From an optimization exercise on the open Yosys and OpenROAD flow, aimed at small area, a short achievable clock period and few clock cycles per item; shortcuts taken in it are not production practice.
At most, simulation tests tie the RTL to the original design; equivalence was not proved.
No functional check of the RTL was part of runs 5 to 7.

===== flow/standard.sh =====
#!/bin/bash
# synth_recipe.tcl (not shown) runs the flow's synth.tcl, then flattens the netlist and writes it again
# the make line also repeats each setting of config.mk as NAME=value (left out here)
make -C /OpenROAD-flow-scripts/flow DESIGN_CONFIG=/design/flow/config.mk WORK_HOME=/design/flow/orfs CLKGATE_MAP_FILE= SYNTH_SCRIPT=/design/flow/synth_recipe.tcl "${@:-finish}"

===== flow/flow/run.sh =====
#!/bin/bash
# The standard layout, with the port buffers made of sky130_fd_sc_hd__buf_2
# instead of the delay buffers buffer_ports picks by default. The full output
# of the flow goes to standard.log in the work folder; ORFS's own per-step logs
# are under orfs/logs/.
set -euo pipefail
bash standard.sh 'BUFFER_PORTS_ARGS=-buffer_cell sky130_fd_sc_hd__buf_2' finish > standard.log 2>&1

===== flow/constraint.sdc =====
create_clock -name core_clock -period 110.0 [get_ports {clk}]
set_input_delay 22.0000 -clock core_clock [delete_from_list [all_inputs] [get_ports {clk}]]
set_output_delay 22.0000 -clock core_clock [all_outputs]
set_load 0.01 [all_outputs]

===== flow/design.v =====
module skive_enc (
    input  wire        clk,
    input  wire        rst,           
    input  wire        in_valid,
    output reg         in_ready,
    input  wire [31:0] in_data,       
    input  wire [1:0]  in_fmt,        
    input  wire        in_last,       
    output reg         out_valid,
    input  wire        out_ready,
    output reg  [7:0]  out_mant,      
    output reg  [15:0] out_hdr,       
    output reg         out_last,      
    output reg         out_err        
);
    localparam [1:0] FMT_B8 = 2'd0, FMT_B6 = 2'd1;
    localparam integer EW = 24;       
    localparam integer RD = 65;       
    localparam integer RW = RD - 1;   
    localparam integer RL = RD + 1;   
    reg  [EW*RL-1:0] ring;
    wire [EW-1:0]    head = ring[EW-1:0];           
    wire [EW-1:0]    wpos = ring[EW*RW +: EW];      
    reg  [6:0]  wdel;         
    reg  [6:0]  rdel;         
    reg  [6:0]  cnt;          
    reg  [5:0]  wcnt;         
    reg  [1:0]  wfmt;
    reg         wpad;         
    reg         wpok;         
    wire        wr_el   = in_valid && in_ready;
    wire        wr      = wpok || wr_el;
    wire [1:0]  wfmt_n  = (wcnt == 6'd0) ? in_fmt : wfmt;
    wire        wend    = (wcnt == ((wfmt_n == FMT_B8) ? 6'd31 : 6'd63));    
    wire [7:0]  in_e  = in_data[30:23];
    wire [5:0]  in_ec = (in_e == 8'hFF) ? 6'd63 : (in_e > 8'd149) ? 6'd53 :
                        (in_e > 8'd101) ? {~in_e[5], in_e[4:0]} :
                        (in_e == 8'd0 && in_data[22:0] == 23'd0) ? 6'd0 : 6'd5;
    wire [EW-1:0] in_ent = {in_data[31], in_ec, in_data[22:7], |in_data[6:0]};
    wire [EW-1:0] wdata  = wpad ? {EW{1'b0}} : in_ent;
    reg         nw, nfirst, nlast;
    reg  [1:0]  nfmt;
    reg  [15:0] hkey;         
    reg         hnan;
    wire [5:0]  a_c  = wpos[22:17];
    wire [15:0] a_f  = wpos[16:1];
    wire        a_nan = (a_c == 6'd63) && (wpos[16:0] != 17'd0);
    wire [5:0]  s_tb = a_c - 6'd6 + ((a_f[15:9] == 7'h7F) ? 6'd1 : 6'd0);
    wire [5:0]  b8_tb = (a_c < 6'd15) ? 6'd9 : (a_c > 6'd45) ? 6'd40 :
                        (s_tb > 6'd40) ? 6'd40 : s_tb;
    wire        a_b6  = (nfmt == FMT_B6);
    wire [17:0] a_sig = {1'b1, wpos[16:0]};
    wire        big31 = (a_sig[17:13] == 5'b11111);
    wire        big7  = (a_sig[17:15] == 3'b111);
    wire        a_big = a_b6 ? big31 : big7;
    wire [4:0]  r31_0 = big31 ? {1'b0, a_sig[17:14]} : a_sig[17:13];
    wire [10:0] x31   = big31 ? a_sig[13:3] : a_sig[12:2];
    wire        l31   = big31 ? |a_sig[2:0] : |a_sig[1:0];
    wire [2:0]  r7_0  = big7 ? {1'b0, a_sig[17:16]} : a_sig[17:15];
    wire [10:0] x7    = big7 ? a_sig[15:5] : a_sig[14:4];
    wire        l7    = big7 ? |a_sig[4:0] : |a_sig[3:0];
    reg  [10:0] m31, m7;
    reg  [4:0]  r31;
    reg  [2:0]  r7;
    reg  [5:0]  v31;
    reg  [3:0]  v7;
    integer ai;
    always @* begin
        r31 = r31_0;
        r7  = r7_0;
        for (ai = 10; ai >= 0; ai = ai - 1) begin
            v31 = {r31, x31[ai]};
            m31[ai] = v31[5] || (&v31[4:0]);
            r31 = v31[4:0] ^ ({&v31[3:0], &v31[2:0], &v31[1:0], v31[0], 1'b1} & {5{m31[ai]}});
            v7 = {r7, x7[ai]};
            m7[ai] = v7[3] || (&v7[2:0]);
            r7 = v7[2:0] ^ ({&v7[1:0], v7[0], 1'b1} & {3{m7[ai]}});
        end
    end
    wire [10:0] a_m  = a_b6 ? m31 : m7;
    wire        a_st = a_b6 ? (l31 || r31 != 5'd0) : (l7 || r7 != 3'd0);
    wire signed [9:0] d_exp = $signed({4'd0, a_c}) - 10'sd21 + (a_b6 ? 10'sd0 : 10'sd2)
                            + (a_big ? 10'sd1 : 10'sd0);
    wire [9:0]  d_sr  = 10'd1 - d_exp;
    wire [3:0]  d_sh  = d_exp[9] ? ((d_sr > 10'd11) ? 4'd11 : d_sr[3:0]) :
                        (d_exp == 10'sd0) ? 4'd1 : 4'd0;    
    wire [11:0] d_one = 12'd1 << d_sh;
    wire [11:0] d_mt  = {1'b0, a_m} & ~(d_one - 12'd1);      
    wire        d_inc = a_st || ({1'b0, a_m} != d_mt);
    wire [11:0] d_mi  = d_mt + (d_inc ? d_one : 12'd0);      
    wire        d_cy  = d_mi[11];
    wire [5:0]  d_tb  = d_exp[5:0] + 6'd16 + {5'd0, d_cy};
    reg  [15:0] sc_key;
    always @* begin
        if (a_c == 6'd0)
            sc_key = 16'd0;                                              
        else if (a_c == 6'd63 || d_exp > 10'sd30 || (d_exp == 10'sd30 && d_cy))
            sc_key = {6'd46, 10'h3FF};                                   
        else if (d_sh == 4'd11)
            sc_key = {6'd7, 10'd0};                                      
        else
            sc_key = {d_tb, d_cy ? 10'd0 : d_mi[9:0]};
    end
    wire [15:0] e_key  = a_nan ? 16'd0 : (nfmt == FMT_B8) ? {b8_tb, 10'd0} : sc_key;
    wire [15:0] hbase  = nfirst ? 16'd0 : hkey;
    wire [15:0] hkey_n = (e_key > hbase) ? e_key : hbase;
    wire        hnan_n = (!nfirst && hnan) || a_nan;
    reg  [18:0] q0, q1;       
    reg  [1:0]  qn;
    wire        hpush = nw && nlast;
    wire [18:0] hq    = {hkey_n, nfmt, hnan_n};
    reg  [5:0]  rj;           
    reg  [1:0]  cfmt;
    reg         cnan;
    reg  [5:0]  ctb;
    reg  [9:0]  cdsig;
    reg         rdok;         
    wire        bfirst = (rj == 6'd0);
    wire [1:0]  b_fmt  = bfirst ? q0[2:1]   : cfmt;
    wire        b_nan  = bfirst ? q0[0]     : cnan;
    wire [5:0]  b_tb   = bfirst ? q0[18:13] : ctb;
    wire [10:0] dsig   = {1'b1, bfirst ? q0[12:3] : cdsig};
    wire        b_end  = (rj == ((b_fmt == FMT_B8) ? 6'd31 : 6'd63));
    wire [5:0]  q_tb   = q0[18:13];
    wire [7:0]  q_s    = {2'b00, q_tb} - 8'd25;
    wire [5:0]  q_dsh  = 6'd17 - q_tb;                       
    wire [10:0] q_sub  = {1'b1, q0[12:3]} >> q_dsh[3:0];
    wire [5:0]  q_ef   = q_tb - 6'd16;
    wire [15:0] q_hdr  = (q0[2:1] == FMT_B8) ? {8'h00, q_s} :
                         (q_tb == 6'd0)      ? 16'h0000 :
                         (q_tb > 6'd16)      ? {1'b0, q_ef[4:0], q0[12:3]} :
                                               {6'd0, q_sub[9:0]};
    wire [15:0] b_hdr  = bfirst ? q_hdr : out_hdr;
    wire        silent = !bfirst && cnan;
    wire        rd     = rdok && (silent || !out_valid || out_ready);
    wire        x_s = head[23];
    wire [5:0]  x_c = head[22:17];
    wire [16:0] x_v = {1'b1, head[16:1]};
    wire        x_t = head[0];
    wire        is_b8 = (b_fmt == FMT_B8);
    wire [6:0]  qlim  = is_b8 ? 7'd127 : (b_fmt == FMT_B6) ? 7'd31 : 7'd7;
    wire signed [7:0] tt = $signed({2'b00, x_c}) - $signed({2'b00, b_tb});
    reg  [6:0]  dq;
    reg  [11:0] dr;
    reg  [12:0] dd;
    integer yi;
    always @* begin
        dr = {2'b00, x_v[16:7]};
        for (yi = 6; yi >= 0; yi = yi - 1) begin
            dr = {dr[10:0], x_v[yi]};
            dd = {1'b0, dr} - {2'b00, dsig};
            dq[yi] = !dd[12];
            if (!dd[12]) dr = dd[11:0];
        end
    end
    wire [7:0]  y8   = is_b8 ? x_v[16:9] : {dq, 1'b0};
    wire        yrz  = is_b8 ? (x_v[8:0] != 9'd0) : (dr != 12'd0);
    wire [2:0]  zsh  = 3'd6 - tt[2:0];            
    wire [7:0]  zf   = y8 >> zsh;
    wire        zlost = (y8 & ~(8'hFF << zsh)) != 8'd0;
    wire        zst  = zlost || yrz || x_t;
    wire [6:0]  m0   = zf[7:1];
    wire [7:0]  mr   = {1'b0, m0} + {7'd0, zf[0] & (zst | m0[0])};
    reg  [6:0]  mag;
    always @* begin
        if (x_c == 6'd0 || tt <= -8'sd2)
            mag = 7'd0;
        else if (x_c == 6'd63 || tt >= 8'sd7 || mr > {1'b0, qlim})
            mag = qlim;
        else
            mag = mr[6:0];
    end
    wire [7:0]  mant = x_s ? (8'd0 - {1'b0, mag}) : {1'b0, mag};
    reg         pop;          
    wire [6:0]  cnt_up = cnt + 7'd1;
    wire [6:0]  cnt_dn = cnt - 7'd1;
    wire [6:0]  cnt_n  = (wr == rd) ? cnt : wr ? cnt_up : cnt_dn;
    wire [6:0]  wdel_d = (wdel == 7'd0) ? (RL[6:0] - 7'd1) : (wdel - 7'd1);
    wire [6:0]  rdel_d = (rdel == 7'd0) ? (RL[6:0] - 7'd1) : (rdel - 7'd1);
    wire [6:0]  wdel_n = (cnt == 7'd0) ? 7'd0 : (wr ? wdel : wdel_d);
    wire [6:0]  rdel_n = (cnt == 7'd0) ? (wr ? RD[6:0] - 7'd1 : RD[6:0]) : (rd ? rdel : rdel_d);
    wire        wpad_n = wr ? (!wend && (wpad || (wr_el && in_last))) : wpad;
    wire        waln_n = (wr || cnt == 7'd0 || wdel == 7'd1) &&
                         !(!rd && (cnt == RL[6:0] || (wr && cnt == RL[6:0] - 7'd1)));
    wire        cnz_n  = wr ? 1'b1 : (cnt > 7'd1 || (cnt == 7'd1 && !rd));
    wire        raln_n = (cnt != 7'd0) && (rd || rdel == 7'd1);
    wire        rjz_n  = rd ? b_end : bfirst;
    wire        qnz_n  = hpush || qn == 2'd2 || (qn == 2'd1 && !pop);
    always @(posedge clk) begin
        ring <= {head, ring[EW*RL-1:EW]};
        if (in_ready || wpok)
            ring[EW*RW +: EW] <= wdata;
    end
    always @(posedge clk) begin
        if (nw) begin
            hkey <= hkey_n;
            hnan <= hnan_n;
        end
        if (wr) begin
            wfmt   <= wfmt_n;
            nfirst <= (wcnt == 6'd0);
            nlast  <= wend;
            nfmt   <= wfmt_n;
        end
        if (bfirst) begin
            cfmt  <= q0[2:1];
            cnan  <= q0[0];
            ctb   <= q0[18:13];
            cdsig <= q0[12:3];
        end
        if (pop ? (qn == 2'd2) : (hpush && qn != 2'd0))
            q1 <= hq;
        if (pop ? (qn == 2'd2 || hpush) : (hpush && qn == 2'd0))
            q0 <= (pop && qn == 2'd2) ? q1 : hq;
        if (rd && !silent) begin
            out_mant <= b_nan ? 8'd0 : mant;
            out_hdr  <= b_nan ? 16'd0 : b_hdr;
            out_last <= b_nan || b_end;
            out_err  <= b_nan;
        end
    end
    always @(posedge clk) begin
        if (rst) begin
            wdel      <= 7'd0;
            rdel      <= RD[6:0];
            cnt       <= 7'd0;
            wcnt      <= 6'd0;
            wpad      <= 1'b0;
            wpok      <= 1'b0;
            in_ready  <= 1'b1;
            nw        <= 1'b0;
            qn        <= 2'd0;
            pop       <= 1'b0;
            rj        <= 6'd0;
            rdok      <= 1'b0;
            out_valid <= 1'b0;
        end else begin
            cnt  <= cnt_n;
            wdel <= wdel_n;
            rdel <= rdel_n;
            wpad <= wpad_n;
            in_ready <= waln_n && !wpad_n;
            wpok     <= waln_n && wpad_n;
            nw <= wr;
            if (wr)
                wcnt <= wend ? 6'd0 : wcnt + 6'd1;
            qn <= qn + {1'b0, hpush} - {1'b0, pop};
            pop <= rd && bfirst;
            if (rd)
                rj <= b_end ? 6'd0 : rj + 6'd1;
            rdok <= raln_n && cnz_n && (!rjz_n || qnz_n);
            if (rd && !silent)
                out_valid <= 1'b1;
            else if (out_ready)
                out_valid <= 1'b0;
        end
    end
endmodule

===== flow/config.mk =====
export PLATFORM = sky130hd
export DESIGN_NAME = skive_enc
export DESIGN_NICKNAME = skive_enc
export VERILOG_FILES = /design/flow/design.v
export SDC_FILE = /design/flow/constraint.sdc
export NUM_CORES = 4
export LEC_CHECK = 0
export ABC_AREA = 1
export CAP_MARGIN = 20
export CORE_MARGIN = 2
export CORE_UTILIZATION = 40
export CTS_BUF_LIST = sky130_fd_sc_hd__clkbuf_8 sky130_fd_sc_hd__clkbuf_16
export CTS_CLUSTER_DIAMETER = 50
export CTS_CLUSTER_SIZE = 16
export SLEW_MARGIN = 20

==> results of run 1 <==
[path summary, 6_finish.rpt]
path / from / endpoint / slack (ns) / cells after the start
max reg2reg: rj[0]$_SDFFE_PP0P_ / out_mant[4]$_SDFFCE_PP0P_ / 89.18 / 123
min reg2reg: ring[1223]$_DFF_P_ / ring[1199]$_DFF_P_ / 0.31 / 0
min: ring[1223]$_DFF_P_ / ring[1199]$_DFF_P_ / 0.31 / 0
max: out_hdr[7]$_SDFFCE_PP0P_ / out_hdr[7] / 86.71 / 1
[through the flow]
| step | instances | setup slack (ns) | util (%) | hold WS (ns) |
|---|---|---|---|---|
| 6_report | 5726 | 86.71 | 45.9 | 0.307 |
| 2_1_floorplan | 3959 | 86.44 | - | 0.310 |
| 5_1_grt | 5724 | 86.50 | 45.9 | 0.303 |
| 3_3_place_gp | 5526 | 85.74 | 42.2 | 0.310 |
| 4_1_cts | 5724 | 86.54 | 45.9 | 0.307 |
| 3_5_place_dp | 5526 | 85.67 | 42.2 | 0.312 |
[flip-flops by register name, indices dropped and copies added (netlist names), 8 cells and up]
signal and flops:
hkey 16, cdsig 10, out_hdr 15, q0 19
q1 19, ring 1584, out_mant 8
[kinds of logic (layout without fill, tap and decap cells)]
family	after synthesis	after routing	synth area share, %
AOI/OAI and AO/OA	484	484	5.76
buffers and inverters	423	652	3.42
xor gates and xnor gates	116	116	2.13
DFF	1729	1729	74.4
other	2	5	0.0158
adders and majority gates	175	175	4.75
and+or+nand+nor	1020	1020	9.31
muxes	9	9	0.197
[layer usage]
layer,vias up,wire [um],track usage (%),share of wire [%]
met3,128,4060,2.78,5.4
met4,0,1990,5.37,2.6
li1,13100,-,-,-
met1,11600,38500,17.8,51
met2,467,31100,18.3,41
met5,-,0,0,0
[placed cells by master, fill, tap and decap left out, types with 16 or more instances in the layout]
master	n
o21ai_0	194
o21ai_1	32
nor4_1	16
xor2_1	66
inv_1	357
buf_4	17
nand2_2	24
dfxtp_1	1645
ha_1	165
nand4_1	25
a21oi_1	140
edfxtp_1	84
nand2_1	558
xnor2_1	50
nand3_1	134
nor2_1	168
clkbuf_16	146
o21bai_1	23
buf_2	65
or2_2	19
nor3_1	39
[layout make-up]
type	count	area, sq um	area share [%]
flip-flops and latches	1729	35500	65.4
multi-input cells	1807	10600	19.5
clock buffers	148	3680	6.79
well taps	1536	1920	3.55
inverters	372	1400	2.58
clock inverters	50	713	1.32
repair buffers	82	453	0.836
diodes	2	5.00	0.00923
==> results by group, run 1 <==
STA
  • Sum Neg Setup Slack: 0 ns
  • Final setup vio count: 0
  • Slew headroom: 29.9%
  • Final period utilization: 21.2%
  • Final hold violations: 0
  • Crit path time final: 23.29 ns
  • RSZ-0062 raised after global routing: false
  • Max-slew violations: 0
  • Slew @ Worst Pin: 1.05 ns
  • Fmax achieved: 0.0429 GHz
  • Worst Clk Skew: 0.0344 ns

Global route
  • Largest net degree at the start of global routing: 43
  • First-pass GRT wire length: 122 mm
  • Vias in the first global route: 24.0k
  • Antenna violations before repair: 7
  • GRT Overall Usage: 12.5%
  • Total global routing overflow: 0

Drt
  • DRT Pass-1 Iters: 7
  • Avg WL per Cell: 13.2 um
  • Routed WL: 75.7 mm
  • # DRC: 0
  • Antenna viol nets, final: 0
  • Vias per cell: 4.42
  • First DRT Iteration DRCs: 1598
  • Vias: 25.3k

Synthesis
  • Syn Inst Count: 3958
  • Most numerous cell in the Yosys netlist: dfxtp_1
  • Sequential share of the synthesized area: 74.4%
  • Post-synthesis async set-or-reset flop share: 0%
  • Top cells by count, synth: 1645 x dfxtp_1, 558 x nand2_1, 351 x inv_1, 201 x o21ai_0, 169 x nor2_1
  • Ys flop type: dfxtp_1
  • Top-area cell type share of the netlist area: 69.1%
  • Post-synth EDFFs: 84
  • Yosys warning count: 1
  • #FFs+latches synth: 1729
  • Synth area leader: dfxtp_1
  • Main area contributors after synthesis: dfxtp_1 69%, edfxtp_1 5.3%, nand2_1 4.4%
  • Yosys cell types: 69
  • Cell area after synthesis: 47600 sq um
  • Avg Inst Size Synth: 12.0 sq um

Worst setup path
  • Slowest-stage cell, CP: edfxtp_1
  • Buf/Inv on CP: 1
  • CP delay by family, top: flip-flops
  • Max FO, Critical Path: 1
  • CP startpoint kind: flop
  • Critical Path End Type: output pin
  • CP peak stage delay: 0.38 ns
  • Worst-path cell chain: buf_2
  • Critical path class: flop to output pin
  • CP required: 88.00 ns
  • Worst Path Arrival: 1.29 ns

Final layout
  • Post-Layout Inst Area: 54200 sq um
  • Final #Nets: 4348
  • FILL cells: 10.6k
  • Share of post-route cells with drive strength above 1: 8.79%
  • Area Overhead vs Synth: 13.8%

Placement
  • Placed Instance Area: 49800 sq um
  • IO Port Bufs: 65
  • Post-detail-place hpwl: 50.9 mm
  • Routability cong.: 0.869

Clock network
  • CTS Hold Bufs: 0
  • Post-CTS Setup Inserts: 0
  • Htree depth: 4
  • CTS Buf Count: 142
  • Root buffer cell: clkbuf_16
  • CTS tree: done
  • CTS sink cnt: 1729
  • Bufs on Longest Clock Path: 3
  • Worst skew pair latency: 0.75 ns
  • CTS resizes: 0
  • Worst-path clk slew: 0.07 ns

Floorplan
  • Row count: 126
  • Die Wd: 349 um
  • Die footprint: 122000 sq um
  • I/O Pins: 67
  • Height of the chip: 349 um
  • CORE AREA: 118000 sq um
  • Initial Util: 40.4%

Status
  • Outcome: timing/DRC/antenna clean

Run
  • Maxcap violations: 0

Min path
  • HP Class: flop to flop
Testbench counts, summed over its fixed seeds: cycles 170,928, items 3,200.
==> run 2: changes to the inputs <==
--- a/flow/config.mk
+++ b/flow/config.mk
@@ -9,7 +9,7 @@
 export CAP_MARGIN = 20
 export CORE_MARGIN = 2
 export CORE_UTILIZATION = 40
-export CTS_BUF_LIST = sky130_fd_sc_hd__clkbuf_8 sky130_fd_sc_hd__clkbuf_16
+export CTS_BUF_LIST = sky130_fd_sc_hd__clkbuf_8
 export CTS_CLUSTER_DIAMETER = 50
 export CTS_CLUSTER_SIZE = 16
 export SLEW_MARGIN = 20
==> run 2 against run 1 <==
Register-to-register slack improved by 0.02 ns. Highest routed layer unchanged. Core utilization decreased by 1.5 points. Routed wire length decreased by 1.2%. Synthesized area unchanged. Critical path depth unchanged. Critical endpoint unchanged. Fmax decreased by 0.45%. Clock skew increased by 0.012 ns. Critical path type unchanged.
==> results by group, run 2 <==
Final layout
  • Most common cell after layout, fill and taps aside: dfxtp_1
  • Final Util: 44.4%
  • Final #Nets: 4348
  • Most flop-heavy register: ring
  • Final std cells w/o fill: 5726
  • Largest register FFs: 1584
  • FILL cells: 10.8k
  • Area Overhead vs Synth: 10.1%
  • Share of post-route cells with drive strength above 1: 8.79%
  • Most frequent cells in the layout: 1645 x dfxtp_1, 558 x nand2_1, 357 x inv_1
  • Largest regs: ring x1584, q0 x19, q1 x19

STA
  • Sum Neg Setup Slack: 0 ns
  • Fmax achieved: 0.0428 GHz
  • Slew @ Worst Pin: 1.02 ns
  • Final period utilization: 21.3%
  • Final setup vio count: 0
  • Crit path time final: 23.39 ns
  • Slew headroom: 32.1%
  • RSZ-0062 raised after global routing: false
  • Worst Clk Skew: 0.0464 ns
  • Final hold violations: 0
  • Max-slew violations: 0

Floorplan
  • CORE AREA: 118000 sq um
  • Die footprint: 122000 sq um
  • Initial Util: 40.4%
  • Die Wd: 349 um
  • Row count: 126
  • Height of the chip: 349 um
  • I/O Pins: 67

Placement
  • Post-detail-place hpwl: 50.9 mm
  • IO Port Bufs: 65
  • Placed cell count: 5526
  • Routability cong.: 0.869

Global route
  • First-pass GRT wire length: 120 mm
  • GRT Overall Usage: 12.4%
  • Vias in the first global route: 23.7k
  • Antenna violations before repair: 5
  • Largest net degree at the start of global routing: 43
  • Total global routing overflow: 0

Clock network
  • Worst-path clk slew: 0.10 ns
  • Worst skew pair latency: 0.86 ns
  • CTS tree: done
  • Htree depth: 4
  • CTS sink cnt: 1729
  • CTS Buf Count: 142
  • CTS resizes: 0
  • Post-CTS Setup Inserts: 0
  • Root buffer cell: clkbuf_8
  • Bufs on Longest Clock Path: 3
  • CTS Hold Bufs: 0

Synthesis
  • Synth Area in XOR/XNOR: 2.13%
  • Syn Inst Count: 3958
  • Post-synthesis async set-or-reset flop share: 0%
  • Simple-gate share of the synthesized area: 9.31%
  • Cell area after synthesis: 47600 sq um
  • Yosys cell types: 69
  • Combinational family with the most area after synthesis: simple AND/OR/NAND/NOR gates
  • Top cells by count, synth: 1645 x dfxtp_1, 558 x nand2_1, 351 x inv_1, 201 x o21ai_0, 169 x nor2_1
  • Post-synthesis adder-cell area fraction: 4.75%
  • Top-area cell type share of the netlist area: 69.1%
  • Synth Area in Compound Gates: 5.76%
  • Synth area leader: dfxtp_1
  • Post-synthesis mux area share: 0.197%
  • Ys flop type: dfxtp_1
  • Main area contributors after synthesis: dfxtp_1 69%, edfxtp_1 5.3%, nand2_1 4.4%
  • Post-synth EDFFs: 84
  • Sequential share of the synthesized area: 74.4%
  • Yosys warning count: 1
  • Avg Inst Size Synth: 12.0 sq um
  • #FFs+latches synth: 1729
  • Most numerous cell in the Yosys netlist: dfxtp_1

Worst setup path
  • CP peak stage delay: 0.39 ns
  • Worst Path Arrival: 1.39 ns
  • Worst reg2reg path startpoint: rj[0]$_SDFFE_PP0P_
  • Worst-path cell chain: buf_2
  • CP delay by family, top: flip-flops
  • Slowest-stage cell, CP: edfxtp_1
  • Crit. Startpoint: out_hdr[7]$_SDFFCE_PP0P_
  • Worst reg2reg endpoint: out_mant[4]$_SDFFCE_PP0P_
  • CP startpoint kind: flop
  • Critical path class: flop to output pin
  • Max FO, Critical Path: 1
  • Critical Path End Type: output pin
  • Reg2Reg Setup Slack: 89.20 ns
  • CP required: 88.00 ns
  • Buf/Inv on CP: 1
  • R2R depth: 123

Drt
  • Avg WL per Cell: 13.1 um
  • Vias per cell: 4.42
  • Routed WL: 74.8 mm
  • Vias: 25.3k
  • # DRC: 0
  • DRT Pass-1 Iters: 7
  • First DRT Iteration DRCs: 1731
  • Antenna viol nets, final: 0

Status
  • Outcome: timing/DRC/antenna clean

Min path
  • Hold path cells: 0
  • HP Class: flop to flop
  • Worst hold endpoint: ring[1199]$_DFF_P_
  • HP Start: ring[1223]$_DFF_P_

Run
  • Maxcap violations: 0
## run 2: how the worst max path moves through the flow
stage | slack [ns] | cells after the start | end
3_5_place_dp | 85.67 | 6 | out_hdr[6]$_SDFFCE_PP0P_
5_1_grt | 86.49 | 1 | out_hdr[6]
6_report | 86.61 | 1 | out_hdr[7]
3_3_place_gp | 85.74 | 6 | out_hdr[6]$_SDFFCE_PP0P_
4_1_cts | 86.47 | 1 | out_hdr[7]
2_1_floorplan | 86.44 | 6 | out_hdr[0]$_SDFFCE_PP0P_
## run 2: metrics by stage
stage	setup slack [ns]	area (sq um)	hold slack, ns
2_1_floorplan	86.44	47700	0.310
3_3_place_gp	85.74	49800	0.310
3_5_place_dp	85.67	49800	0.312
4_1_cts	86.47	52400	0.298
5_1_grt	86.49	52400	0.292
6_report	86.61	52400	0.291
## run 2: final cells by class
type / count / area, sq um / share of cell area [%]
diodes: 2 / 5.00 / 0.00954
clock buffers: 148 / 2040 / 3.88
clock inverters: 50 / 602 / 1.15
inverters: 372 / 1400 / 2.67
multi-input cells: 1807 / 10600 / 20.2
flip-flops and latches: 1729 / 35500 / 67.6
well taps: 1536 / 1920 / 3.66
repair buffers: 82 / 453 / 0.864
## run 2: layer usage
layer,part of all wire (%),vias to the layer above,GRT usage (%)
li1,-,13100,-
met1,52,11700,17.8
met2,41,456,18.0
met3,4.8,119,2.80
met4,2.2,0,4.65
met5,0,-,0
## run 2: kinds of logic (layout without fill, tap and decap cells)
family                     after synthesis  in the layout
AOI/OAI and AO/OA                      484            484
xor gates and xnor gates               116            116
adders and majority gates              175            175
buffers and inverters                  423            652
DFF                                   1729           1729
muxes                                    9              9
other                                    2              5
and+or+nand+nor                       1020           1020
==> run 3: changes to the inputs <==
--- a/flow/config.mk
+++ b/flow/config.mk
@@ -9,7 +9,7 @@
 export CAP_MARGIN = 20
 export CORE_MARGIN = 2
 export CORE_UTILIZATION = 40
-export CTS_BUF_LIST = sky130_fd_sc_hd__clkbuf_8
-export CTS_CLUSTER_DIAMETER = 50
-export CTS_CLUSTER_SIZE = 16
+export CTS_BUF_LIST = sky130_fd_sc_hd__clkbuf_4
+export CTS_CLUSTER_DIAMETER = 35
+export CTS_CLUSTER_SIZE = 10
 export SLEW_MARGIN = 20
==> run 3 against run 2 <==
Design area fell by 0.16%. Clock-buffer cell count grew 92. Core utilization shrank 0.071 points. Critical path type unchanged. Largest cell class unchanged. Highest routed layer unchanged.
==> results by group, run 3 <==
Global route
  • Total global routing overflow: 0
  • Largest net degree at the start of global routing: 43
  • GRT Overall Usage: 12.6%
  • Vias in the first global route: 24.6k
  • First-pass GRT wire length: 123 mm
  • Antenna violations before repair: 3

Clock network
  • Root buffer cell: clkbuf_4
  • Worst skew pair latency: 1.15 ns
  • Bufs on Longest Clock Path: 3
  • Post-CTS Setup Inserts: 0
  • CTS sink cnt: 1729
  • Htree depth: 4
  • Worst-path clk slew: 0.10 ns
  • CTS Buf Count: 220
  • CTS resizes: 0
  • CTS tree: done
  • CTS Hold Bufs: 0

Placement
  • IO Port Bufs: 65
  • Post-detail-place hpwl: 50.9 mm
  • Pre-CTS setup slack: 85.67 ns
  • Routability cong.: 0.869

STA
  • RSZ-0062 raised after global routing: false
  • Final period utilization: 21.5%
  • Crit path time final: 23.68 ns
  • Final WS setup: 86.32 ns
  • Slew headroom: 28.8%
  • Final setup vio count: 0
  • Slew @ Worst Pin: 1.07 ns
  • Fmax achieved: 0.0422 GHz
  • Max-slew violations: 0
  • Worst Clk Skew: 0.0853 ns
  • Sum Neg Setup Slack: 0 ns
  • Final hold violations: 0

Final layout
  • Largest regs: ring x1584, q0 x19, q1 x19
  • Area Overhead vs Synth: 9.89%
  • Most frequent cells in the layout: 1645 x dfxtp_1, 558 x nand2_1, 351 x inv_1
  • Largest register FFs: 1584
  • Share of post-route cells with drive strength above 1: 11.2%
  • Final #Nets: 4426
  • Most flop-heavy register: ring
  • Most common cell after layout, fill and taps aside: dfxtp_1

Synthesis
  • Synth area leader: dfxtp_1
  • Top-area cell type share of the netlist area: 69.1%
  • Most numerous cell in the Yosys netlist: dfxtp_1
  • Syn Inst Count: 3958
  • Post-synth EDFFs: 84
  • Main area contributors after synthesis: dfxtp_1 69%, edfxtp_1 5.3%, nand2_1 4.4%
  • Ys flop type: dfxtp_1
  • Avg Inst Size Synth: 12.0 sq um
  • Yosys cell types: 69
  • Post-synthesis async set-or-reset flop share: 0%
  • #FFs+latches synth: 1729
  • Sequential share of the synthesized area: 74.4%
  • Top cells by count, synth: 1645 x dfxtp_1, 558 x nand2_1, 351 x inv_1, 201 x o21ai_0, 169 x nor2_1
  • Cell area after synthesis: 47600 sq um
  • Yosys warning count: 1

Worst setup path
  • Max FO, Critical Path: 1
  • WP depth: 1
  • R2R depth: 123
  • Worst-path cell chain: buf_2
  • Buf/Inv on CP: 1
  • CP startpoint kind: flop
  • CP peak stage delay: 0.39 ns
  • Worst Path Arrival: 1.68 ns
  • Worst reg2reg path startpoint: rj[0]$_SDFFE_PP0P_
  • CP required: 88.00 ns
  • Reg2Reg Setup Slack: 89.23 ns
  • CP delay by family, top: flip-flops
  • Worst reg2reg endpoint: out_mant[4]$_SDFFCE_PP0P_
  • Critical Path End Type: output pin
  • Critical path class: flop to output pin
  • Slowest-stage cell, CP: edfxtp_1

Min path
  • HP Start: ring[1046]$_DFF_P_
  • Hold path cells: 0
  • Worst hold endpoint: ring[1022]$_DFF_P_
  • HP Class: flop to flop

Floorplan
  • CORE AREA: 118000 sq um
  • Die Wd: 349 um
  • Row count: 126
  • I/O Pins: 67
  • Initial Util: 40.4%
  • Height of the chip: 349 um
  • Die footprint: 122000 sq um

Drt
  • DRT Pass-1 Iters: 5
  • Vias per cell: 4.42
  • First DRT Iteration DRCs: 1465
  • # DRC: 0
  • Vias: 25.8k
  • Routed WL: 75.5 mm
  • Avg WL per Cell: 12.9 um
  • Antenna viol nets, final: 0

Run
  • Maxcap violations: 0

Status
  • Outcome: timing/DRC/antenna clean
[run 3: cell counts after synthesis]
No cell type changed its count.
[run 3: logic make-up after synthesis]
logic type                 count (synthesis)  synth area share [%]
AOI/OAI and AO/OA                        484                  5.76
and+or+nand+nor                         1020                  9.31
muxes                                      9                 0.197
DFF                                     1729                  74.4
buffers and inverters                    423                  3.42
xor gates and xnor gates                 116                  2.13
adders and majority gates                175                  4.75
other                                      2                0.0158
[run 3: per-stage QoR]
step / util, % / instance area, sq um / std cells / hold WS [ns]
CTS: 44.3 / 52300 / 5841 / 0.264
finish: 44.3 / 52400 / 5849 / 0.269
floorplan: - / 47700 / 3959 / 0.310
global placement: 42.2 / 49800 / 5526 / 0.310
global route: 44.3 / 52400 / 5844 / 0.274
detailed placement: 42.2 / 49800 / 5526 / 0.312
[run 3: layer usage]
layer  GRT usage (%)  up-vias  part of all wire [%]
li1                -    13300                     -
met4            5.30        0                   2.6
met2            18.2      484                    41
met5               0        -                     0
met3            3.13      149                   5.0
met1            17.8    11900                    51
[run 3: worst max-delay path by stage]
stage | from | slack (ns) | endpoint
6_report | out_hdr[7]$_SDFFCE_PP0P_ | 86.32 | out_hdr[7]
5_1_grt | out_hdr[6]$_SDFFCE_PP0P_ | 86.14 | out_hdr[6]
4_1_cts | out_hdr[7]$_SDFFCE_PP0P_ | 86.12 | out_hdr[7]
3_5_place_dp | out_ready | 85.67 | out_hdr[6]$_SDFFCE_PP0P_
3_3_place_gp | out_ready | 85.74 | out_hdr[6]$_SDFFCE_PP0P_
2_1_floorplan | out_ready | 86.44 | out_hdr[0]$_SDFFCE_PP0P_
[run 3: area by class of cell]
type	count	area, sq um
multi-input combinational	1807	10600
timing repair buffer	82	453
clock inverter	75	738
tap	1536	1920
sequential	1729	35500
fill	11000	65700
clock buffer	240	1800
inverter	372	1400
antenna	8	20.0
==> run 4: changes to the inputs <==
==> flow/run.sh (new file) <==
#!/bin/bash
# synth_recipe.tcl (not shown) runs the flow's synth.tcl, then flattens the netlist and writes it again
# the make line also repeats each setting of config.mk as NAME=value (left out here)
make -C /OpenROAD-flow-scripts/flow DESIGN_CONFIG=/design/flow/config.mk WORK_HOME=/design/flow/orfs CLKGATE_MAP_FILE= SYNTH_SCRIPT=/design/flow/synth_recipe.tcl finish
--- a/flow/config.mk
+++ b/flow/config.mk
@@ -9,7 +9,7 @@
 export CAP_MARGIN = 20
 export CORE_MARGIN = 2
 export CORE_UTILIZATION = 40
-export CTS_BUF_LIST = sky130_fd_sc_hd__clkbuf_4
-export CTS_CLUSTER_DIAMETER = 35
-export CTS_CLUSTER_SIZE = 10
+export CTS_BUF_LIST = sky130_fd_sc_hd__clkbuf_8
+export CTS_CLUSTER_DIAMETER = 50
+export CTS_CLUSTER_SIZE = 16
 export SLEW_MARGIN = 20
removed: flow/flow/run.sh
removed: flow/standard.sh
==> run 4 against run 3 <==
Still clean on timing, DRC and antenna. Die area unchanged. Clock skew decreased by 0.054 ns. First-iteration DRC count increased by 2.7%. Non-clock buffer count increased by 1. Design area increased by 0.66%. Synthesized cell count unchanged. Routed wire length decreased by 0.51%. Synthesized area unchanged. Sequential share of layout area decreased by 0.44 points.
==> results by group, run 4 <==
Clock network
  • Root buffer cell: clkbuf_8
  • Worst skew pair latency: 0.81 ns
  • Htree depth: 4
  • Bufs on Longest Clock Path: 3
  • Worst-path clk slew: 0.10 ns
  • CTS resizes: 0
  • CTS tree: done
  • CTS Buf Count: 139
  • Post-CTS Setup Inserts: 0
  • CTS Hold Bufs: 0
  • CTS sink cnt: 1729

Synthesis
  • Yosys cell types: 69
  • Synth area leader: dfxtp_1
  • Syn Inst Count: 3958
  • Top cells by count, synth: 1645 x dfxtp_1, 558 x nand2_1, 351 x inv_1, 201 x o21ai_0, 169 x nor2_1
  • Ys flop type: dfxtp_1
  • #FFs+latches synth: 1729
  • Avg Inst Size Synth: 12.0 sq um
  • Post-synth EDFFs: 84
  • Yosys warning count: 1
  • Main area contributors after synthesis: dfxtp_1 69%, edfxtp_1 5.3%, nand2_1 4.4%
  • Most numerous cell in the Yosys netlist: dfxtp_1
  • Top-area cell type share of the netlist area: 69.1%
  • Cell area after synthesis: 47600 sq um
  • Sequential share of the synthesized area: 74.4%
  • Post-synthesis async set-or-reset flop share: 0%

Final layout
  • Largest register FFs: 1584
  • Most frequent cells in the layout: 1645 x dfxtp_1, 558 x nand2_1, 355 x inv_1
  • Final #Nets: 4346
  • Largest regs: ring x1584, q0 x19, q1 x19
  • Area Overhead vs Synth: 10.6%
  • FILL cells: 10.8k
  • Most flop-heavy register: ring
  • Reg area: 35500 sq um
  • Final std cells w/o fill: 5720
  • Final Util: 44.6%
  • Post-Layout Inst Area: 52700 sq um
  • Multi-input logic area: 10600 sq um
  • Most common cell after layout, fill and taps aside: dfxtp_1
  • Share of post-route cells with drive strength above 1: 7.11%

Worst setup path
  • R2R depth: 123
  • CP delay by family, top: buffers and inverters
  • Critical Path End Type: output pin
  • Worst reg2reg endpoint: out_mant[4]$_SDFFCE_PP0P_
  • Worst Path Arrival: 1.74 ns
  • Buf/Inv on CP: 1
  • Reg2Reg Setup Slack: 89.49 ns
  • Worst reg2reg path startpoint: rj[0]$_SDFFE_PP0P_
  • CP startpoint kind: flop
  • Worst-path cell chain: clkdlybuf4s50_1
  • CP peak stage delay: 0.56 ns
  • Crit. Startpoint: out_valid$_SDFFE_PP0P_
  • Slowest-stage cell, CP: clkdlybuf4s50_1
  • Critical path class: flop to output pin
  • Max FO, Critical Path: 3
  • CP required: 88.00 ns

Drt
  • Met2 wire len: 30.9 mm
  • DRT Pass-1 Iters: 6
  • Highest Signal Layer: met4
  • Routed WL: 75.1 mm
  • Vias per cell: 4.39
  • Avg WL per Cell: 13.1 um
  • Antenna viol nets, final: 0
  • DRT met1 WL: 38.9 mm
  • DR WL met3: 3.26 mm
  • # DRC: 0
  • Vias: 25.1k
  • First DRT Iteration DRCs: 1504

Placement
  • Routability cong.: 0.862
  • Placed cell count: 5527
  • Pre-CTS setup slack: 85.62 ns
  • IO Port Bufs: 65
  • Placed Instance Area: 50100 sq um
  • Post-detail-place hpwl: 51.2 mm

Floorplan
  • CORE AREA: 118000 sq um
  • Die footprint: 122000 sq um
  • I/O Pins: 67
  • Row count: 126
  • Die Wd: 349 um
  • Initial Util: 40.4%
  • Height of the chip: 349 um

STA
  • Worst Clk Skew: 0.0311 ns
  • Worst hold slack: 0.301 ns
  • Final hold violations: 0
  • Final period utilization: 21.6%
  • Final WS setup: 86.26 ns
  • Slew headroom: 28.3%
  • Max-slew violations: 0
  • Crit path time final: 23.74 ns
  • Fmax achieved: 0.0421 GHz
  • Sum Neg Setup Slack: 0 ns
  • Slew @ Worst Pin: 1.08 ns
  • Final setup vio count: 0
  • RSZ-0062 raised after global routing: false

Min path
  • Hold path cells: 0
  • HP Class: flop to flop
  • HP Start: ring[430]$_DFF_P_
  • Worst hold endpoint: ring[406]$_DFF_P_

Global route
  • Largest net degree at the start of global routing: 43
  • Total global routing overflow: 0
  • Vias in the first global route: 24.1k
  • Antenna violations before repair: 4
  • GRT Overall Usage: 12.5%
  • First-pass GRT wire length: 122 mm

Run
  • Maxcap violations: 0

Status
  • Outcome: timing/DRC/antenna clean
==> run 4: worst max-delay path by stage <==
| stage | depth (start not counted) | end | slack [ns] |
|---|---|---|---|
| after floorplan | 6 | out_hdr[0]$_SDFFCE_PP0P_ | 86.44 |
| after global placement | 6 | out_hdr[6]$_SDFFCE_PP0P_ | 85.34 |
| after detailed placement | 7 | out_hdr[10]$_SDFFCE_PP0P_ | 85.62 |
| after CTS | 1 | out_valid | 86.15 |
| after global routing | 1 | out_valid | 86.16 |
| final | 1 | out_valid | 86.26 |
==> run 4: cells by family (layout without fill, tap and decap cells) <==
| kind of cell | Yosys count | in the layout | share of synthesized area (%) |
|---|---|---|---|
| buf+inv | 423 | 644 | 3.42 |
| xor+xnor | 116 | 116 | 2.13 |
| mux | 9 | 9 | 0.197 |
| compound gates | 484 | 484 | 5.76 |
| fa+ha+maj | 175 | 175 | 4.75 |
| simple gates | 1020 | 1020 | 9.31 |
| flops | 1729 | 1729 | 74.4 |
| other cells | 2 | 7 | 0.0158 |
==> run 4: routing by layer <==
layer / vias up / track usage [%]
met3: 152 / 2.71
met2: 401 / 18.3
li1: 13000 / -
met5: - / 0
met1: 11500 / 17.9
met4: 0 / 4.86
==> run 4: final cells by class <==
class | count | area share (%)
diodes | 4 | 0.0190
clock buffers | 145 | 3.79
clock inverters | 44 | 1.07
inverters | 372 | 2.65
multi-input cells | 1807 | 20.1
flip-flops and latches | 1729 | 67.3
well taps | 1536 | 3.65
repair buffers | 83 | 1.49
==> run 5: changes to the inputs <==
--- a/flow/design.v
+++ b/flow/design.v
@@ -153,24 +153,19 @@
             if (!dd[12]) dr = dd[11:0];
         end
     end
-    wire [7:0]  y8   = is_b8 ? x_v[16:9] : {dq, 1'b0};
-    wire        yrz  = is_b8 ? (x_v[8:0] != 9'd0) : (dr != 12'd0);
+    wire [7:0]  y8   = {dq, is_b8 & dr[9]};
+    wire        yrz  = (dr[8:0] != 9'd0) || (!is_b8 && dr[11:9] != 3'd0);
     wire [2:0]  zsh  = 3'd6 - tt[2:0];            
     wire [7:0]  zf   = y8 >> zsh;
     wire        zlost = (y8 & ~(8'hFF << zsh)) != 8'd0;
     wire        zst  = zlost || yrz || x_t;
     wire [6:0]  m0   = zf[7:1];
-    wire [7:0]  mr   = {1'b0, m0} + {7'd0, zf[0] & (zst | m0[0])};
-    reg  [6:0]  mag;
-    always @* begin
-        if (x_c == 6'd0 || tt <= -8'sd2)
-            mag = 7'd0;
-        else if (x_c == 6'd63 || tt >= 8'sd7 || mr > {1'b0, qlim})
-            mag = qlim;
-        else
-            mag = mr[6:0];
-    end
-    wire [7:0]  mant = x_s ? (8'd0 - {1'b0, mag}) : {1'b0, mag};
+    wire        up   = zf[0] & (zst | m0[0]);
+    wire        zero = (x_c == 6'd0) || (tt <= -8'sd2);
+    wire        sat  = (x_c == 6'd63) || (tt >= 8'sd7) || (m0 > qlim) || (m0 == qlim && up);
+    wire [7:0]  mrs  = ({1'b0, m0} ^ {8{x_s}}) + {7'd0, x_s ^ up};
+    wire [7:0]  qls  = x_s ? (8'd0 - {1'b0, qlim}) : {1'b0, qlim};
+    wire [7:0]  mant = zero ? 8'd0 : sat ? qls : mrs;
     reg         pop;          
     wire [6:0]  cnt_up = cnt + 7'd1;
     wire [6:0]  cnt_dn = cnt - 7'd1;
==> flow/flow/run.sh (new file) <==
#!/bin/bash
# The standard layout, with the port buffers made of sky130_fd_sc_hd__buf_2
# instead of the delay buffers buffer_ports picks by default. The full output
# of the flow goes to standard.log in the work folder; ORFS's own per-step logs
# are under orfs/logs/.
set -euo pipefail
bash standard.sh 'BUFFER_PORTS_ARGS=-buffer_cell sky130_fd_sc_hd__buf_2' finish > standard.log 2>&1
==> flow/standard.sh (new file) <==
#!/bin/bash
# synth_recipe.tcl (not shown) runs the flow's synth.tcl, then flattens the netlist and writes it again
# the make line also repeats each setting of config.mk as NAME=value (left out here)
make -C /OpenROAD-flow-scripts/flow DESIGN_CONFIG=/design/flow/config.mk WORK_HOME=/design/flow/orfs CLKGATE_MAP_FILE= SYNTH_SCRIPT=/design/flow/synth_recipe.tcl "${@:-finish}"
removed: flow/run.sh
==> run 5 against run 4 <==
Sequential share of layout area up 0.64 points. Routed wire length down 2.1%. First-iteration DRC count down 11%. Non-clock buffer count up 2. Critical path depth up 10. Synthesized cell count down 1.2%. Core utilization down 0.36 points.
==> results by group, run 5 <==
Status
  • Outcome: timing/DRC/antenna clean

Global route
  • GRT Overall Usage: 12.3%
  • GR peak layer: met1
  • Met1 Resource Use GR: 18.0%
  • Largest net degree at the start of global routing: 36
  • Total global routing overflow: 0
  • Antenna violations before repair: 1
  • Grt met2 use: 18.0%
  • Vias in the first global route: 23.9k
  • Met3 Usage GRT: 2.61%
  • First-pass GRT wire length: 121 mm

Final layout
  • Share of post-route cells with drive strength above 1: 8.78%
  • Most frequent cells in the layout: 1645 x dfxtp_1, 515 x nand2_1, 383 x inv_1
  • FILL cells: 10.8k
  • Most common cell after layout, fill and taps aside: dfxtp_1
  • Final Util: 44.3%
  • Multi-input logic area: 10400 sq um
  • Final std cells w/o fill: 5676
  • Most flop-heavy register: ring
  • Area Overhead vs Synth: 9.89%
  • Final #Nets: 4301
  • Reg area: 35500 sq um
  • Post-Layout Inst Area: 52200 sq um
  • Largest register FFs: 1584
  • Largest regs: ring x1584, q0 x19, q1 x19

Floorplan
  • Height of the chip: 349 um
  • Die Wd: 349 um
  • Initial Util: 40.3%
  • Die footprint: 122000 sq um
  • Row count: 126
  • CORE AREA: 118000 sq um
  • I/O Pins: 67

STA
  • Slew headroom: 26.6%
  • Fmax achieved: 0.0416 GHz
  • Final period utilization: 21.9%
  • Final hold violations: 0
  • Final setup vio count: 0
  • Worst hold slack: 0.312 ns
  • Slew @ Worst Pin: 1.10 ns
  • Crit path time final: 24.05 ns
  • RSZ-0062 raised after global routing: false
  • Sum Neg Setup Slack: 0 ns
  • Worst Clk Skew: 0.0581 ns
  • Final WS setup: 85.96 ns
  • Max-slew violations: 0

Synthesis
  • Post-synthesis async set-or-reset flop share: 0%
  • Synth area leader: dfxtp_1
  • Cell area after synthesis: 47500 sq um
  • Most numerous cell in the Yosys netlist: dfxtp_1
  • Yosys warning count: 1
  • Yosys cell types: 65
  • Main area contributors after synthesis: dfxtp_1 69%, edfxtp_1 5.3%, ha_1 4.3%
  • Top cells by count, synth: 1645 x dfxtp_1, 515 x nand2_1, 374 x inv_1, 197 x o21ai_0, 165 x ha_1
  • Avg Inst Size Synth: 12.2 sq um
  • Post-synth EDFFs: 84
  • Top-area cell type share of the netlist area: 69.3%
  • Ys flop type: dfxtp_1
  • Sequential share of the synthesized area: 74.6%
  • Syn Inst Count: 3909
  • #FFs+latches synth: 1729

Clock network
  • Htree depth: 4
  • CTS tree: done
  • CTS sink cnt: 1729
  • CTS Buf Count: 139
  • Worst-path clk slew: 0.09 ns
  • Post-CTS Setup Inserts: 0
  • CTS resizes: 0
  • Worst skew pair latency: 0.82 ns
  • Root buffer cell: clkbuf_8
  • CTS Hold Bufs: 0
  • Bufs on Longest Clock Path: 3

Worst setup path
  • Max FO, Critical Path: 2
  • Critical path class: primary input to flop
  • CP startpoint kind: primary input
  • Worst Path Arrival: 24.68 ns
  • R2R depth: 114
  • Critical Path End Type: flop
  • Reg2Reg Setup Slack: 89.32 ns
  • CP required: 110.64 ns

Drt
  • DRT Pass-1 Iters: 5
  • Avg WL per Cell: 13.0 um
  • Vias: 24.9k
  • # DRC: 0
  • Antenna viol nets, final: 0
  • Routed WL: 73.5 mm
  • First DRT Iteration DRCs: 1342
  • Vias per cell: 4.39

Min path
  • Hold path cells: 0
  • HP Class: flop to flop

Placement
  • Placed Instance Area: 49700 sq um
  • Pre-CTS setup slack: 85.31 ns
  • Placed cell count: 5482
  • Routability cong.: 0.849
  • Post-detail-place hpwl: 50.9 mm
  • IO Port Bufs: 65

Run
  • Maxcap violations: 0
run 5: cell count changes after synthesis, moves of 6 or more:
cell / change
inv_1: +23
nand2_1: -43
nand3_1: -25
nor2_1: -19
nor3_1: -11
o211ai_1: +12
o21bai_1: +9
o22ai_1: +6
xor2_1: +9
run 5: worst paths after layout:
kind	startpoint	to
setup / recovery	in_data[11]	ring[1555]$_DFF_P_
hold / removal	ring[201]$_DFF_P_	ring[177]$_DFF_P_
setup reg to reg	rj[0]$_SDFFE_PP0P_	out_mant[6]$_SDFFCE_PP0P_
hold reg to reg	ring[201]$_DFF_P_	ring[177]$_DFF_P_
run 5: final cells by class:
class                      count  share of cell area, %
timing repair buffer          85                  0.911
inverter                     394                   2.83
multi-input combinational   1738                   19.9
clock inverter                47                  0.982
clock buffer                 143                   3.77
sequential                  1729                   67.9
tap                         1536                   3.68
antenna                        4                 0.0192
run 5: critical path: stages:
cell and delay [ns]:
buf_2 0.11, nor4_2 0.46, buf_4 0.29, nand4_1 0.63
nor4_2 0.38, buf_4 0.28, nand4_1 0.11, nand3_1 0.10
nand2_1 0.07, a21oi_1 0.12, o22ai_1 0.08
run 5: logic make-up after synthesis:
group | Yosys count | synth area share (%)
AO/OA/AOI/OAI | 500 | 6.03
flip-flops | 1729 | 74.6
other | 2 | 0.0158
XOR/XNOR | 126 | 2.32
multiplexers | 1 | 0.0211
buffers and inverters | 443 | 3.57
AND/OR/NAND/NOR | 933 | 8.65
adder cells (fa/ha/maj) | 175 | 4.77
run 5: layer usage:
layer | share of wire, % | wire (um)
met5 | 0 | 0
met3 | 4.0 | 2970
met1 | 54 | 39500
met4 | 1.8 | 1350
met2 | 40 | 29700
==> run 6: changes to the inputs <==
--- a/flow/design.v
+++ b/flow/design.v
@@ -35,7 +35,7 @@
     wire [7:0]  in_e  = in_data[30:23];
     wire [5:0]  in_ec = (in_e == 8'hFF) ? 6'd63 : (in_e > 8'd149) ? 6'd53 :
                         (in_e > 8'd101) ? {~in_e[5], in_e[4:0]} :
-                        (in_e == 8'd0 && in_data[22:0] == 23'd0) ? 6'd0 : 6'd5;
+                        (in_e == 8'd0) ? 6'd0 : 6'd5;
     wire [EW-1:0] in_ent = {in_data[31], in_ec, in_data[22:7], |in_data[6:0]};
     wire [EW-1:0] wdata  = wpad ? {EW{1'b0}} : in_ent;
     reg         nw, nfirst, nlast;
@@ -93,7 +93,7 @@
     reg  [15:0] sc_key;
     always @* begin
         if (a_c == 6'd0)
-            sc_key = 16'd0;                                              
+            sc_key = (wpos[16:0] == 17'd0) ? 16'd0 : {6'd7, 10'd0};      
         else if (a_c == 6'd63 || d_exp > 10'sd30 || (d_exp == 10'sd30 && d_cy))
             sc_key = {6'd46, 10'h3FF};                                   
         else if (d_sh == 4'd11)
==> run 6 against run 5 <==
Sequential share of layout area increased by 0.30 points. Synthesized area is 0.38% lower. Die area fell by 0.37%. Global-route usage down 0.081 points. Fmax up 2.4%. Core utilization decreased by 0.14 points. Register-to-register slack better by 0.50 ns. Critical path type unchanged. Highest routed layer unchanged.
==> results by group, run 6 <==
Synthesis
  • Synth area leader: dfxtp_1
  • Top cells by count, synth: 1645 x dfxtp_1, 511 x nand2_1, 325 x inv_1, 202 x o21ai_0, 168 x nor2_1
  • Synth Area in Compound Gates: 6.28%
  • Post-synthesis async set-or-reset flop share: 0%
  • Post-synthesis mux area share: 0.0449%
  • Post-synthesis adder-cell area fraction: 4.78%
  • Combinational family with the most area after synthesis: simple AND/OR/NAND/NOR gates
  • Sequential share of the synthesized area: 74.9%
  • Post-synth EDFFs: 84
  • Cell area after synthesis: 47300 sq um
  • Synth Area in XOR/XNOR: 2.20%
  • Syn Inst Count: 3845
  • #FFs+latches synth: 1729
  • Simple-gate share of the synthesized area: 8.58%
  • Ys flop type: dfxtp_1
  • Yosys warning count: 1
  • Main area contributors after synthesis: dfxtp_1 70%, edfxtp_1 5.3%, ha_1 4.4%
  • Yosys cell types: 76
  • Top-area cell type share of the netlist area: 69.6%
  • Most numerous cell in the Yosys netlist: dfxtp_1
  • Avg Inst Size Synth: 12.3 sq um

Final layout
  • Final std cells w/o fill: 5608
  • Area Overhead vs Synth: 9.83%
  • Most flop-heavy register: ring
  • Final #Nets: 4238
  • Largest register FFs: 1584
  • Largest regs: ring x1584, q0 x19, q1 x19
  • Share of post-route cells with drive strength above 1: 9.24%
  • Most frequent cells in the layout: 1645 x dfxtp_1, 511 x nand2_1, 329 x inv_1
  • Final Util: 44.1%
  • Most common cell after layout, fill and taps aside: dfxtp_1

Worst setup path
  • Critical path class: primary input to flop
  • Critical Path End Type: flop
  • CP startpoint kind: primary input
  • CP dominant cell by count: inv_1
  • CP delay by family, top: simple AND/OR/NAND/NOR gates
  • CP peak stage delay: 0.61 ns
  • Max FO, Critical Path: 18
  • Slowest-stage cell, CP: nor2_1
  • Worst-path cell chain: buf_2 > nand2_1 > inv_1 > nor2_1 > inv_1 > nor2_1 > inv_1 > nand2_1 > inv_1 > nor2_1 > o21ai_0 > a21oi_1
  • Buf/Inv on CP: 5
  • Worst Path Arrival: 24.27 ns
  • CP required: 110.77 ns

Placement
  • IO Port Bufs: 65
  • Routability cong.: 0.834
  • Placed cell count: 5419
  • Post-detail-place hpwl: 49.6 mm

Floorplan
  • Die footprint: 121000 sq um
  • Die Wd: 348 um
  • Initial Util: 40.2%
  • Height of the chip: 348 um
  • CORE AREA: 118000 sq um
  • Row count: 126
  • I/O Pins: 67

STA
  • Crit path time final: 23.49 ns
  • RSZ-0062 raised after global routing: false
  • Final hold violations: 0
  • Max-slew violations: 0
  • Final setup vio count: 0
  • Slew headroom: 33.6%
  • Worst Clk Skew: 0.0512 ns
  • Sum Neg Setup Slack: 0 ns
  • Final period utilization: 21.4%
  • Slew @ Worst Pin: 0.995 ns
  • Fmax achieved: 0.0426 GHz

Drt
  • Antenna viol nets, final: 0
  • Avg WL per Cell: 12.8 um
  • First DRT Iteration DRCs: 1293
  • # DRC: 0
  • Vias: 24.5k
  • Routed WL: 72.0 mm
  • Vias per cell: 4.37
  • DRT Pass-1 Iters: 7

Global route
  • First-pass GRT wire length: 119 mm
  • GRT Overall Usage: 12.2%
  • Total global routing overflow: 0
  • Antenna violations before repair: 5
  • Largest net degree at the start of global routing: 30
  • Vias in the first global route: 23.7k

Clock network
  • CTS resizes: 0
  • CTS sink cnt: 1729
  • Bufs on Longest Clock Path: 3
  • Worst-path clk slew: 0.09 ns
  • Htree depth: 4
  • CTS tree: done
  • Root buffer cell: clkbuf_8
  • Post-CTS Setup Inserts: 0
  • CTS Buf Count: 139
  • CTS Hold Bufs: 0
  • Worst skew pair latency: 0.86 ns

Status
  • Outcome: timing/DRC/antenna clean

Min path
  • HP Class: flop to flop

Run
  • Maxcap violations: 0
[run 6: cell count changes in the layout (fill, tap and decap cells not counted), moves of 9 or more]
cell | before | now
nand3_1 | 109 | 90
inv_1 | 383 | 329
a22o_1 | 0 | 19
or2_2 | 18 | 31
a21oi_1 | 137 | 128
nor2_1 | 149 | 164
o22ai_1 | 18 | 2
[run 6: worst reg2reg max path: cells and delay by family, from the launching register on]
| kind | cells | cell delay, ns |
|---|---|---|
| xor+xnor | 2 | 0.33 |
| compound gates | 66 | 10.70 |
| simple gates | 23 | 2.42 |
| buf+inv | 15 | 2.72 |
| fa+ha+maj | 10 | 3.51 |
| flops | 1 | 0.36 |
[run 6: per-layer routing]
metal  vias up  share of wire [%]  track usage, %
met5         -                  0               0
li1      12700                  -               -
met4         0                2.0            4.30
met1     11300                 53            17.8
met2       336                 41            17.7
met3       111                4.0            2.77
[run 6: per-stage QoR]
stage / hold slack [ns] / area (sq um) / setup WS, ns
after CTS: 0.307 / 52000 / 86.48
after floorplan: 0.310 / 47300 / 86.38
final: 0.303 / 52000 / 86.51
after global routing: 0.298 / 52000 / 86.32
after detailed placement: 0.312 / 49500 / 85.51
after global placement: 0.310 / 49500 / 85.57
[run 6: kinds of logic after synthesis]
| logic type | count (synthesis) |
|---|---|
| flops | 1729 |
| simple gates | 931 |
| compound gates | 502 |
| buf+inv | 385 |
| fa+ha+maj | 175 |
| xor+xnor | 119 |
| other cells | 2 |
| mux | 2 |
[run 6: worst paths after layout]
kind	endpoint	depth (start not counted)	from	slack, ns
max reg2reg	out_mant[6]$_SDFFCE_PP0P_	116	rj[0]$_SDFFE_PP0P_	89.82
max	cnt[3]$_SDFFE_PP0P_	12	in_valid	86.51
min reg2reg	ring[598]$_DFF_P_	0	ring[622]$_DFF_P_	0.30
min	ring[598]$_DFF_P_	0	ring[622]$_DFF_P_	0.30
[run 6: final cells by class]
class	count	area [sq um]
Fill cell	10900	65800
Sequential cell	1729	35500
Multi-Input combinational cell	1732	10400
Clock buffer	143	1970
Tap cell	1536	1920
Inverter	339	1280
Clock inverter	43	498
Timing Repair Buffer	83	460
Antenna cell	3	7.51
==> run 7: changes to the inputs <==
==> flow/flow/run.sh (replaced) <==
#!/bin/bash
# The standard layout, with the port buffers made of sky130_fd_sc_hd__buf_2
# instead of the delay buffers buffer_ports picks by default, and clock tree
# synthesis without dummy loads. The full output of the flow goes to
# standard.log in the work folder; ORFS's own per-step logs are under
# orfs/logs/.
set -euo pipefail
bash standard.sh 'BUFFER_PORTS_ARGS=-buffer_cell sky130_fd_sc_hd__buf_2' \
  'CTS_ARGS=-sink_clustering_enable -repair_clock_nets -sink_clustering_size 16 -sink_clustering_max_diameter 50 -buf_list sky130_fd_sc_hd__clkbuf_8 -dont_use_dummy_load' \
  finish > standard.log 2>&1
==> run 7 against run 6 <==
First-iteration DRC count grew 5.3%. Via count shrank 0.42%. Setup slack lost 0.024 ns. Fmax shrank 0.10%. Design area shrank 1.1%. Cell count shrank 0.80%. Core utilization shrank 0.47 points. Critical path depth is the same.
==> results by group, run 7 <==
Status
  • Outcome: timing/DRC/antenna clean

Synthesis
  • Cell area after synthesis: 47300 sq um
  • Top-area cell type share of the netlist area: 69.6%
  • Synth area leader: dfxtp_1
  • Avg Inst Size Synth: 12.3 sq um
  • Ys flop type: dfxtp_1
  • Post-synth EDFFs: 84
  • Syn Inst Count: 3845
  • Sequential share of the synthesized area: 74.9%
  • Main area contributors after synthesis: dfxtp_1 70%, edfxtp_1 5.3%, ha_1 4.4%
  • #FFs+latches synth: 1729
  • Top cells by count, synth: 1645 x dfxtp_1, 511 x nand2_1, 325 x inv_1, 202 x o21ai_0, 168 x nor2_1
  • Most numerous cell in the Yosys netlist: dfxtp_1

Final layout
  • Most flop-heavy register: ring
  • Largest register FFs: 1584
  • Final #Nets: 4238
  • Area Overhead vs Synth: 8.67%

Clock network
  • Worst skew pair latency: 0.85 ns
  • CTS tree: done
  • Bufs on Longest Clock Path: 3
  • CTS Buf Count: 139
  • CTS sink cnt: 1729
  • Htree depth: 4
  • Root buffer cell: clkbuf_8

STA
  • Final hold violations: 0
  • Crit path time final: 23.52 ns
  • Final WS setup: 86.48 ns
  • Slew @ Worst Pin: 0.957 ns
  • Final period utilization: 21.4%
  • Fmax achieved: 0.0425 GHz

Worst setup path
  • Worst reg2reg path startpoint: rj[0]$_SDFFE_PP0P_
  • CP dominant cell by count: inv_1
  • Critical Path End Type: flop
  • Reg2Reg Setup Slack: 89.79 ns
  • Max FO, Critical Path: 18
  • Worst-path cell chain: buf_2 > nand2_1 > inv_1 > nor2_1 > inv_1 > nor2_1 > inv_1 > nand2_1 > inv_1 > nor2_1 > o21ai_0 > a21oi_1
  • Critical path class: primary input to flop
  • Worst Path Arrival: 24.27 ns
  • CP required: 110.76 ns
  • Worst reg2reg endpoint: out_mant[6]$_SDFFCE_PP0P_
  • Slowest-stage cell, CP: nor2_1

Run
  • Maxcap violations: 0

Placement
  • Pre-CTS setup slack: 85.51 ns
  • Post-detail-place hpwl: 49.6 mm
  • IO Port Bufs: 65

Floorplan
  • Initial Util: 40.2%
  • Height of the chip: 348 um
  • Row count: 126
  • Die Wd: 348 um
  • I/O Pins: 67
  • Die footprint: 121000 sq um

Global route
  • First-pass GRT wire length: 119 mm
  • GRT Overall Usage: 12.2%
  • Vias in the first global route: 23.6k
  • Total global routing overflow: 0
  • Antenna violations before repair: 6

Drt
  • # DRC: 0
  • Routed WL: 71.7 mm
  • DRT Pass-1 Iters: 7
  • Antenna viol nets, final: 0
  • First DRT Iteration DRCs: 1362
  • Avg WL per Cell: 12.9 um

Min path
  • HP Start: ring[1137]$_DFF_P_
  • Worst hold endpoint: ring[1113]$_DFF_P_
run 7: worst max path at each step:
| stage | startpoint | end | slack (ns) |
|---|---|---|---|
| 2_1_floorplan | out_ready | out_hdr[0]$_SDFFCE_PP0P_ | 86.38 |
| 4_1_cts | out_ready | out_hdr[10]$_SDFFCE_PP0P_ | 86.44 |
| 3_5_place_dp | out_ready | out_hdr[10]$_SDFFCE_PP0P_ | 85.51 |
| 3_3_place_gp | out_ready | out_hdr[10]$_SDFFCE_PP0P_ | 85.57 |
| 6_report | in_valid | cnt[3]$_SDFFE_PP0P_ | 86.48 |
| 5_1_grt | in_valid | cnt[3]$_SDFFE_PP0P_ | 86.32 |
run 7: area by class of cell:
| class | instances | area (sq um) |
|---|---|---|
| tap | 1536 | 1920 |
| clock buffer | 139 | 1910 |
| antenna | 5 | 12.5 |
| fill | 10900 | 66300 |
| inverter | 339 | 1280 |
| timing repair buffer | 83 | 460 |
| multi-input combinational | 1732 | 10400 |
| sequential | 1729 | 35500 |
run 7: through the flow:
step                cell area (sq um)  hold slack (ns)  utilization (%)  cells
floorplan                       47300            0.310                -   3846
global placement                49500            0.310             42.0   5419
detailed placement              49500            0.312             42.0   5419
CTS                             51400            0.263             43.7   5558
global route                    51400            0.269             43.7   5561
finish                          51400            0.267             43.7   5563
run 7: cell families (layout without fill, tap and decap cells):
group                    Yosys count  in the layout  synth area share [%]
flip-flops                      1729           1729                  74.9
AND/OR/NAND/NOR                  931            931                  8.58
AO/OA/AOI/OAI                    502            502                  6.28
buffers and inverters            385            561                  3.19
adder cells (fa/ha/maj)          175            175                  4.78
XOR/XNOR                         119            119                  2.20
other                              2              8                0.0159
multiplexers                       2              2                0.0449
run 7: layer usage:
metal  wire length [um]  vias up  global-route usage (%)
met5                  0        -                       0
met4               1580        0                    4.40
met3               2910      131                    2.69
met2              28900      345                    17.6
met1              38400    11300                    17.8
li1                   -    12700                       -
run 7: critical path: cells and delay by family:
family	cells	cell delay (ns)
buffers and inverters	5	0.87
AND/OR/NAND/NOR	5	1.19
AO/OA/AOI/OAI	2	0.21

==> port drivers added, routing unchanged <==
No port has a modelled driver above. Below, the same layouts with a new extraction and two added sets of constraints. Step 1: set_driving_cell puts a clkbuf_16 on clk and a buf_2 on each other input, an assumption about the parent block. Step 2 moves the port delays by t, midway between the first and last clock arrival at a register: inputs arrive t later, outputs are due t later. That takes back most of the time a late clock gives input paths. Three values: ideal ports, drivers, drivers and shift; two values: the first two.
run	t, ns	setup slack, ns	hold slack, ns	slew at the worst register clock pin (ns)	worst data-port slew with drivers (ns)
run 1	0.804	86.714 / 86.648 / 86.007	0.307 / 0.307 / 0.307	0.08 / 0.08	0.03
run 2	0.896	86.610 / 86.546 / 86.033	0.291 / 0.291 / 0.291	0.10 / 0.10	0.03
run 3	1.169	86.321 / 86.258 / 86.027	0.269 / 0.269 / 0.269	0.12 / 0.12	0.03
run 4	0.857	86.264 / 86.198 / 85.621	0.301 / 0.301 / 0.301	0.10 / 0.10	0.04
run 5	0.855	85.955 / 85.998 / 85.143	0.312 / 0.312 / 0.312	0.10 / 0.10	0.03
run 6	0.895	86.507 / 86.544 / 85.663	0.303 / 0.303 / 0.303	0.10 / 0.10	0.04
run 7	0.859	86.483 / 86.533 / 85.674	0.267 / 0.267 / 0.267	0.10 / 0.10	0.04
After both steps every run listed still meets setup and hold. The setup slack of run 6, which loses most, moves by +0.037 ns with the drivers and by -0.844 ns with both steps.
